This is an optimization exercise on Yosys and OpenROAD, whose aim is small area, a short achievable clock period and few clock cycles, not a production implementation. In this exercise RTL edits were held to simulation tests only and were not proved equivalent to the original.

--- design/flow/config.mk ---
export PLATFORM = sky130hd
export DESIGN_NAME = mxquant
export DESIGN_NICKNAME = mxquant
export VERILOG_FILES = /design/flow/design.v
export SDC_FILE = /design/flow/constraint.sdc
export NUM_CORES = 4
export LEC_CHECK = 0
export CAP_MARGIN = 20
export CORE_MARGIN = 2
export CORE_UTILIZATION = 40
export SETUP_SLACK_MARGIN = 1.5
export SLEW_MARGIN = 20
--- design/flow/constraint.sdc ---
create_clock -name core_clock -period 24.0 [get_ports {clk}]
set_input_delay 4.8000 -clock core_clock [delete_from_list [all_inputs] [get_ports {clk}]]
set_output_delay 4.8000 -clock core_clock [all_outputs]
set_load 0.01 [all_outputs]
--- design/flow/design.v ---
module mx_lane (
    input  wire        clk,
    input  wire [31:0] x,        
    input  wire [1:0]  el2,      
    input  wire [8:0]  lc2,      
    input  wire [1:0]  el3,      
    input  wire [2:0]  rnd3,     
    input  wire [15:0] u,        
    output reg  [7:0]  code,     
    output reg         f_sat     
);
    wire        s    = x[31];
    wire        inf  = x[30:23] == 8'hFF;
    wire [7:0]  fe   = inf ? 8'hFE : x[30:23];
    wire [22:0] fm   = inf ? 23'h7F_FFFF : x[22:0];
    wire [23:0] raw  = {fe != 8'd0, fm};
    wire [7:0]  ee   = (fe == 8'd0) ? 8'd1 : fe;
    reg [4:0] pr, tz;
    integer i;
    always @(*) begin
        pr = 5'd0;
        for (i = 0; i < 24; i = i + 1)
            if (raw[i]) pr = i[4:0];
        tz = 5'd0;
        for (i = 23; i >= 0; i = i - 1)
            if (raw[i]) tz = i[4:0];
    end
    reg        p1_s, p1_inf, p1_nz;
    reg [23:0] p1_raw;
    reg [7:0]  p1_ee;
    reg [4:0]  p1_pr, p1_tz;
    always @(posedge clk) begin
        p1_s   <= s;
        p1_inf <= inf;
        p1_nz  <= raw != 24'd0;
        p1_raw <= raw;
        p1_ee  <= ee;
        p1_pr  <= pr;
        p1_tz  <= tz;
    end
    reg [1:0] mb2;
    always @(*) begin
        case (el2)
            2'd0:    mb2 = 2'd3;
            2'd1:    mb2 = 2'd2;
            2'd2:    mb2 = 2'd1;
            default: mb2 = 2'd0;
        endcase
    end
    wire signed [10:0] tc   = $signed({2'd0, lc2}) - $signed({3'd0, p1_ee});
    wire signed [10:0] pc   = (el2 == 2'd3) ? 11'sd0 : $signed({6'd0, p1_pr}) - $signed({9'd0, mb2});
    wire signed [10:0] d    = pc - tc;
    wire               nrm  = d > 11'sd0;
    wire signed [10:0] r    = nrm ? pc : tc;           
    wire [5:0]         rs   = (r > 11'sd40) ? 6'd40 : r[5:0];
    wire [39:0]        w    = {p1_raw, 16'd0} >> rs;
    wire               stk  = p1_nz && (rs > {1'b0, p1_tz} + 6'd16);
    reg        p2_s, p2_inf, p2_stk;
    reg [7:0]  p2_rq;
    reg [15:0] p2_d;
    reg [4:0]  p2_base;
    always @(posedge clk) begin
        p2_s    <= p1_s;
        p2_inf  <= p1_inf;
        p2_stk  <= stk;
        p2_rq   <= w[23:16];
        p2_d    <= w[15:0];
        p2_base <= nrm ? d[4:0] : 5'd0;
    end
    wire        half    = p2_d[15];
    wire        below   = (|p2_d[14:0]) | p2_stk;
    wire        inexact = half | below;
    wire [16:0] dsum    = {1'b0, p2_d} + {1'b0, u};
    reg up;
    always @(*) begin
        case (rnd3)
            3'd0: up = half & (below | p2_rq[0]);
            3'd1: up = half;
            3'd2: up = 1'b0;
            3'd3: up = inexact & ~p2_s;
            3'd4: up = inexact & p2_s;
            3'd5: up = dsum[16];
            default: up = 1'b0;
        endcase
    end
    wire [8:0] rr = {1'b0, p2_rq} + {8'd0, up};
    reg [8:0] cm;
    reg [7:0] maxbits, sgnb;
    always @(*) begin
        case (el3)
            2'd0:    begin cm = {1'b0, p2_base, 3'd0} + rr; maxbits = 8'h7E; sgnb = {p2_s, 7'd0}; end
            2'd1:    begin cm = {2'b0, p2_base, 2'd0} + rr; maxbits = 8'h7B; sgnb = {p2_s, 7'd0}; end
            default: begin cm = {3'b0, p2_base, 1'd0} + rr; maxbits = 8'h07; sgnb = {4'd0, p2_s, 3'd0}; end
        endcase
    end
    wire [7:0] ineg = 8'd0 - rr[7:0];
    always @(*) begin
        f_sat = p2_inf;
        if (el3 == 2'd3) begin
            if (!p2_s && rr[7])  begin code = 8'h7F; f_sat = 1'b1; end
            else if (p2_s)              code = ineg;
            else                        code = rr[7:0];
        end else if (cm > {1'b0, maxbits}) begin
            code = sgnb | maxbits; f_sat = 1'b1;
        end else begin
            code = sgnb | cm[7:0];
        end
    end
endmodule
module mxquant (
    input  wire         clk,
    input  wire         rst,           
    input  wire         in_valid,
    output wire         in_ready,
    input  wire [127:0] in_x,          
    input  wire [7:0]   in_fmt,        
    input  wire [2:0]   in_round,
    input  wire         in_sat,
    input  wire         seed_load,
    input  wire [31:0]  seed,
    output reg          out_valid,
    output reg  [31:0]  out_e,         
    output reg  [7:0]   out_scale,
    output reg  [3:0]   out_sat
);
    localparam LANES = 4;
    reg [2:0] ph;           
    reg [2:0] in_cnt;       
    reg       rdy;          
    reg       emit;         
    reg       v0, f0, l0;   
    assign in_ready = rdy;
    wire accept = in_valid && rdy;
    always @(posedge clk) begin
        if (rst) begin
            ph     <= 3'd0;
            in_cnt <= 3'd0;
            rdy    <= 1'b1;
            emit   <= 1'b0;
            v0     <= 1'b0;
            f0     <= 1'b0;
            l0     <= 1'b0;
        end else begin
            ph  <= ph + 3'd1;
            if (accept) in_cnt <= in_cnt + 3'd1;
            rdy <= accept || (ph + 3'd1 == in_cnt);
            v0  <= accept;
            f0  <= accept && in_cnt == 3'd0;
            l0  <= accept && in_cnt == 3'd7;
            if (ph == 3'd7) emit <= accept && in_cnt == 3'd7;
        end
    end
    reg [127:0] r0, r1, r2, r3, r4, r5, r6, r7;
    always @(posedge clk) begin
        r0 <= rdy ? in_x : r7;
        r1 <= r0; r2 <= r1; r3 <= r2; r4 <= r3; r5 <= r4; r6 <= r5; r7 <= r6;
    end
    reg [1:0] cfg_el;
    reg [2:0] cfg_round;
    reg       cfg_sat;
    always @(posedge clk)
        if (accept) begin
            cfg_el    <= in_fmt[1:0];
            cfg_round <= in_round;
            cfg_sat   <= in_sat;
        end
    reg [7:0] beat_max;
    reg       beat_nan, beat_inf;
    reg [7:0] ef;
    integer b;
    always @(*) begin
        beat_max = 8'd0; beat_nan = 1'b0; beat_inf = 1'b0;
        for (b = 0; b < LANES; b = b + 1) begin
            ef = r0[32*b+30 -: 8];
            if (ef == 8'hFF) begin
                if (r0[32*b +: 23] != 23'd0) beat_nan = 1'b1;
                else                         beat_inf = 1'b1;
                ef = 8'hFE;    
            end
            if (ef > beat_max) beat_max = ef;
        end
    end
    reg [7:0] acc_max;
    reg       acc_nan, acc_inf;
    always @(posedge clk)
        if (v0) begin
            acc_max <= (f0 || beat_max > acc_max) ? beat_max : acc_max;
            acc_nan <= beat_nan | (acc_nan & ~f0);
            acc_inf <= beat_inf | (acc_inf & ~f0);
        end
    wire [7:0] mfin = (beat_max > acc_max) ? beat_max : acc_max;
    reg  [3:0] emax;
    reg  [4:0] lofs;    
    always @(*) begin
        case (cfg_el)
            2'd0:    begin emax = 4'd8;  lofs = 5'd14; end
            2'd1:    begin emax = 4'd15; lofs = 5'd7;  end
            2'd2:    begin emax = 4'd2;  lofs = 5'd22; end
            default: begin emax = 4'd0;  lofs = 5'd17; end
        endcase
    end
    wire [7:0] xb = (mfin > {4'd0, emax}) ? mfin - {4'd0, emax} : 8'd0;    
    reg [1:0] el2, el3;
    reg [2:0] rnd2, rnd3;
    reg       nan2, nan3;
    reg [7:0] xb2, xb3;
    reg [8:0] lc2;
    always @(posedge clk) begin
        if (l0) begin
            el2  <= cfg_el;
            rnd2 <= cfg_round;
            nan2 <= acc_nan | beat_nan | ((acc_inf | beat_inf) & ~cfg_sat);
            xb2  <= xb;
            lc2  <= {1'b0, xb} + {4'd0, lofs};
        end
        el3  <= el2;
        rnd3 <= rnd2;
        nan3 <= nan2;
        xb3  <= xb2;
    end
    reg v1, v2;
    always @(posedge clk) begin
        if (rst) begin
            v1 <= 1'b0; v2 <= 1'b0;
        end else begin
            v1 <= emit; v2 <= v1;
        end
    end
    function [31:0] lfsr_step(input [31:0] g);
        lfsr_step = g[0] ? ((g >> 1) ^ 32'h8020_0003) : (g >> 1);
    endfunction
    reg [31:0]             lfsr;
    reg [32*(LANES+1)-1:0] g;    
    reg [31:0]             st;
    integer k, n;
    always @(*) begin
        st = lfsr;
        g[31:0] = st;
        for (k = 1; k <= LANES; k = k + 1) begin
            for (n = 0; n < 16; n = n + 1)
                st = lfsr_step(st);
            g[32*k +: 32] = st;
        end
    end
    always @(posedge clk) begin
        if (rst)
            lfsr <= 32'h0000_0001;
        else if (seed_load)
            lfsr <= seed;
        else if (v2 && rnd3 == 3'd5)
            lfsr <= g[32*LANES +: 32];
    end
    wire [31:0] codes;
    wire [3:0]  sats;
    genvar l;
    generate
        for (l = 0; l < LANES; l = l + 1) begin : lane
            mx_lane u_lane (
                .clk   (clk),
                .x     (r7[32*l +: 32]),
                .el2   (el2),
                .lc2   (lc2),
                .el3   (el3),
                .rnd3  (rnd3),
                .u     (g[32*(l+1) +: 16]),
                .code  (codes[8*l +: 8]),
                .f_sat (sats[l])
            );
        end
    endgenerate
    always @(posedge clk) begin
        if (rst)
            out_valid <= 1'b0;
        else
            out_valid <= v2;
        if (nan3) begin
            out_e     <= 32'd0;
            out_scale <= 8'hFF;
            out_sat   <= 4'd0;
        end else begin
            out_e     <= codes;
            out_scale <= xb3;
            out_sat   <= sats;
        end
    end
endmodule
--- design/flow/run.sh ---
#!/bin/bash
# synth_recipe.tcl (not shown) runs the flow's synth.tcl, then flattens the netlist and writes it again
# the make line also repeats each setting of config.mk as NAME=value (left out here)
make -C /OpenROAD-flow-scripts/flow DESIGN_CONFIG=/design/flow/config.mk WORK_HOME=/design/flow/orfs CLKGATE_MAP_FILE= SYNTH_SCRIPT=/design/flow/synth_recipe.tcl finish
==> qor.csv <==
metric;value;unit
status;finished clean;
Final Max Slew Viols;0;
Via Count;40200;
vias in the first global route;38500;
Initial DRT Pass Iterations;7;
largest area contributor in the synthesized netlist;sky130_fd_sc_hd__dfxtp_1;
Avg Cell Area, Syn;10.3;um2
worst setup path class;register to register;
number of core rows;139;
Mapped Area;57500;um2
DR DRC count;0;
startpoint of the lowest-slack register-to-register path;r0[62]$_DFF_P_;
Post-DP HPWL;114;mm
Main synth FF type;sky130_fd_sc_hd__dfxtp_1;
setup fix buffers added after clock tree synthesis;0;
Hold Violations, Final;0;
wire length of the first global-routing pass;231;mm
Max-cap violations;0;
Worst Path Arrival;11.72;ns
Min Hold Slack;0.294;ns
P&R area growth vs syn;15.6;%
ratio of cells with drive above 1 in the final layout;10.3;%
capture point of the critical path;lc2[6]$_DFFE_PP_;
Period Utilization, post-route;46.6;%
min Tclk post-route;11.20;ns
number of standard cells after synthesis;5587;
Slowest cell on crit path;sky130_fd_sc_hd__o21ai_1;
initial cell density of the core;40.1;%
die area;147000;um2
Final Routed Wirelength;151;mm
R2R depth;56;
share of synthesized flip-flops with an asynchronous set or reset;0;%
Yosys top cell area share;50.0;%
CTS H-tree lvls;4;
count of endpoints failing setup in the final report;0;
number of vias per cell;5.16;
Reg-to-Reg End;lc2[6]$_DFFE_PP_;
Antenna Nets Post-Route;0;
most frequent cell on the critical path;sky130_fd_sc_hd__o21ai_0;
yosys warns;2;
beginning of the worst hold path;r5[53]$_DFF_P_;
GPL Wtd Cong;0.932;
class of the tightest hold or removal check;register to register;
transition at the pin with the smallest max-transition slack;1.19;ns
placement-stage cell area;61500;um2
Vert. Die Dim;383;um
Num Clock Sinks;1475;
most area-consuming cells after synthesis;sky130_fd_sc_hd__dfxtp_1 (50%), sky130_fd_sc_hd__ha_1 (6.4%), sky130_fd_sc_hd__xnor2_1 (3.9%);
fin area;66400;um2
unrepaired setup endpoints after global routing;no;
average detailed-routed wire length per instance;19.5;um
I/O Buffers;215;
Iter 0 DRT Violations;3192;
core region area;143000;um2
Max FO, Critical Path;15;
sequential fraction of the synthesis area;52.1;%
post-cts repair resize count;0;
fillcell total;13200;
number of antenna violations at the first check in global routing;11;
crit path from;r0[62]$_DFF_P_;
Sum Neg Setup Slack;0;ns
number of enable-type register cells in the synthesized netlist;39;
library cells used by synthesis;87;
clock-pin slew reported for the worst setup and hold paths after clock tree synthesis;0.07;ns
worst clock skew;0.0525;ns
num ports;222;
slowest stage delay, CP;0.49;ns
Skew-Pair Late Insertion Delay;0.79;ns
Peak Freq;89.3;MHz
crit end category;register;
pin count of the biggest net entering global routing;68;
number of nets in the synthesized netlist;6085;
CP required;24.53;ns
cell chosen for the clock root;sky130_fd_sc_hd__clkbuf_16;
Total GRT Usage;20.4;%
critical path launch point type;register;
total congestion overflow after global routing;0;
flop2flop setup slack;12.80;ns
flip-flop and latch count after synthesis;1475;
final core utilization;46.4;%
normalized max-slew margin;20.5;%
Total Nets Final;6261;
number of buffers added by the clock tree synthesis step;143;
clk buf depth;3;
DIE WIDTH;383;um
CTS tree;done;
# hold bufs at CTS;0;
-- per-stage QoR --
stage | setup slack, ns | cells
floorplan | 13.96 | 5587
global placement | 12.58 | 7521
detailed placement | 12.49 | 7521
finish | 12.80 | 7782
global route | 11.52 | 7780
CTS | 12.48 | 7780
-- registers in the layout (all words and copies together) (netlist names), 9 cells and up --
name and count:
r4 128, lane.u_lane.p2_d 64, r1 128, lane.u_lane.p2_base 20, r5 128, r0 128, lane.u_lane.p1_pr 20, lc2 9
r6 128, out_e 32, r3 128, lane.u_lane.p1_tz 20, r2 128, lane.u_lane.p1_raw 96, lane.u_lane.p1_ee 32, lane.u_lane.p2_rq 32
r7 128, lfsr 32
-- how the worst min path moves through the flow --
stage	end	depth (start not counted)	slack (ns)
global placement	r7[15]$_DFF_P_	0	0.31
global route	r6[53]$_DFF_P_	0	0.30
detailed placement	r2[107]$_DFF_P_	0	0.31
finish	r6[53]$_DFF_P_	0	0.29
CTS	r6[53]$_DFF_P_	0	0.29
floorplan	lane[0].u_lane.p2_inf$_DFF_P_	0	0.31
-- cells in the final DEF, fill, tap and decap left out, drive strengths merged, types with 111 or more instances in the layout --
master,netlist,layout
dfxtp,1436,1436
nand2,408,408
nor2,404,404
a21oi,356,356
inv,280,299
ha,296,296
xnor2,285,285
o21ai,252,252
clkdlybuf4s50,0,214
mux2i,200,200
clkbuf,196,185
mux2,137,137
xor2,116,116
or2,111,111
-- final cells by class --
class	instances	area (um2)	area share, %
Inverter	283	1060	1.60
Clock inverter	74	966	1.45
Sequential cell	1475	29900	45.1
Clock buffer	185	3930	5.91
Tap cell	1903	2380	3.59
Multi-Input combinational cell	3601	25700	38.7
Timing Repair Buffer	259	2480	3.73
Antenna cell	2	5.00	0.00754
-- cells in the mapped netlist (50+ instances only) --
library cell	number
sky130_fd_sc_hd__nand3_1	79
sky130_fd_sc_hd__nand2b_1	50
sky130_fd_sc_hd__dfxtp_1	1436
sky130_fd_sc_hd__nor4_1	55
sky130_fd_sc_hd__xor2_1	113
sky130_fd_sc_hd__xnor2_1	257
sky130_fd_sc_hd__ha_1	296
sky130_fd_sc_hd__or2_2	111
sky130_fd_sc_hd__a21o_1	56
sky130_fd_sc_hd__inv_1	274
sky130_fd_sc_hd__nor3_1	77
sky130_fd_sc_hd__nor2b_1	61
sky130_fd_sc_hd__o21bai_1	53
sky130_fd_sc_hd__clkbuf_1	195
sky130_fd_sc_hd__mux2i_1	200
sky130_fd_sc_hd__a21oi_1	356
sky130_fd_sc_hd__mux2_2	137
sky130_fd_sc_hd__o21ai_0	247
sky130_fd_sc_hd__nand2_1	408
sky130_fd_sc_hd__nor2_1	404
-- worst max-delay path, delay by kind of cell, from the launching register on --
kind,cells,cell delay [ns]
AOI/OAI and AO/OA,27,4.82
xor gates and xnor gates,1,0.10
adders and majority gates,8,2.44
buffers and inverters,2,0.26
DFF,1,0.41
muxes,3,1.16
and+or+nand+nor,15,1.76
-- logic make-up after synthesis --
family	count (synthesis)	share of synthesized area [%]
AOI/OAI and AO/OA	1145	12.6
muxes	339	6.25
DFF	1475	52.1
and+or+nand+nor	1387	11.3
adders and majority gates	322	7.35
xor gates and xnor gates	408	7.02
buffers and inverters	511	3.36
-- routing by layer --
| layer | track usage, % | up-vias | part of all wire, % |
|---|---|---|---|
| met1 | 30.1 | 19100 | 49 |
| li1 | - | 19700 | - |
| met3 | 3.31 | 201 | 6.1 |
| met5 | 0 | - | 0.0046 |
| met2 | 30.6 | 1218 | 43 |
| met4 | 5.66 | 2 | 2.2 |
Testbench counts, summed over its fixed seeds: cycles 96,088.

==> separate check: timing with driven ports <==
In the flow no input, the clock included, has a driving cell. The finished layout below was timed again as built, in two steps. Step 1: set_driving_cell puts a clkbuf_16 on clk and a buf_2 on each other input, an assumption about the parent block. Step 2 adds t to the input delays and takes it off the output delays; t is the mean of the earliest and latest rising clock arrival at the registers after step 1. Input paths then give back, and output paths get back, about the clock's delay inside the block. a / b / c = no drivers / after step 1 / after step 2; a / b = the first two.
t (ns): 0.841
slack for setup (ns): 12.804 / 12.804 / 12.804
worst setup path after step 2: register to register
latest minus earliest clock arrival (ns): 0.056 / 0.056
worst data-port slew with drivers (ns): 0.06
After both steps this run still meets setup and hold. The setup slack of this run moves by 0.000 ns with the drivers and by 0.000 ns with both steps.
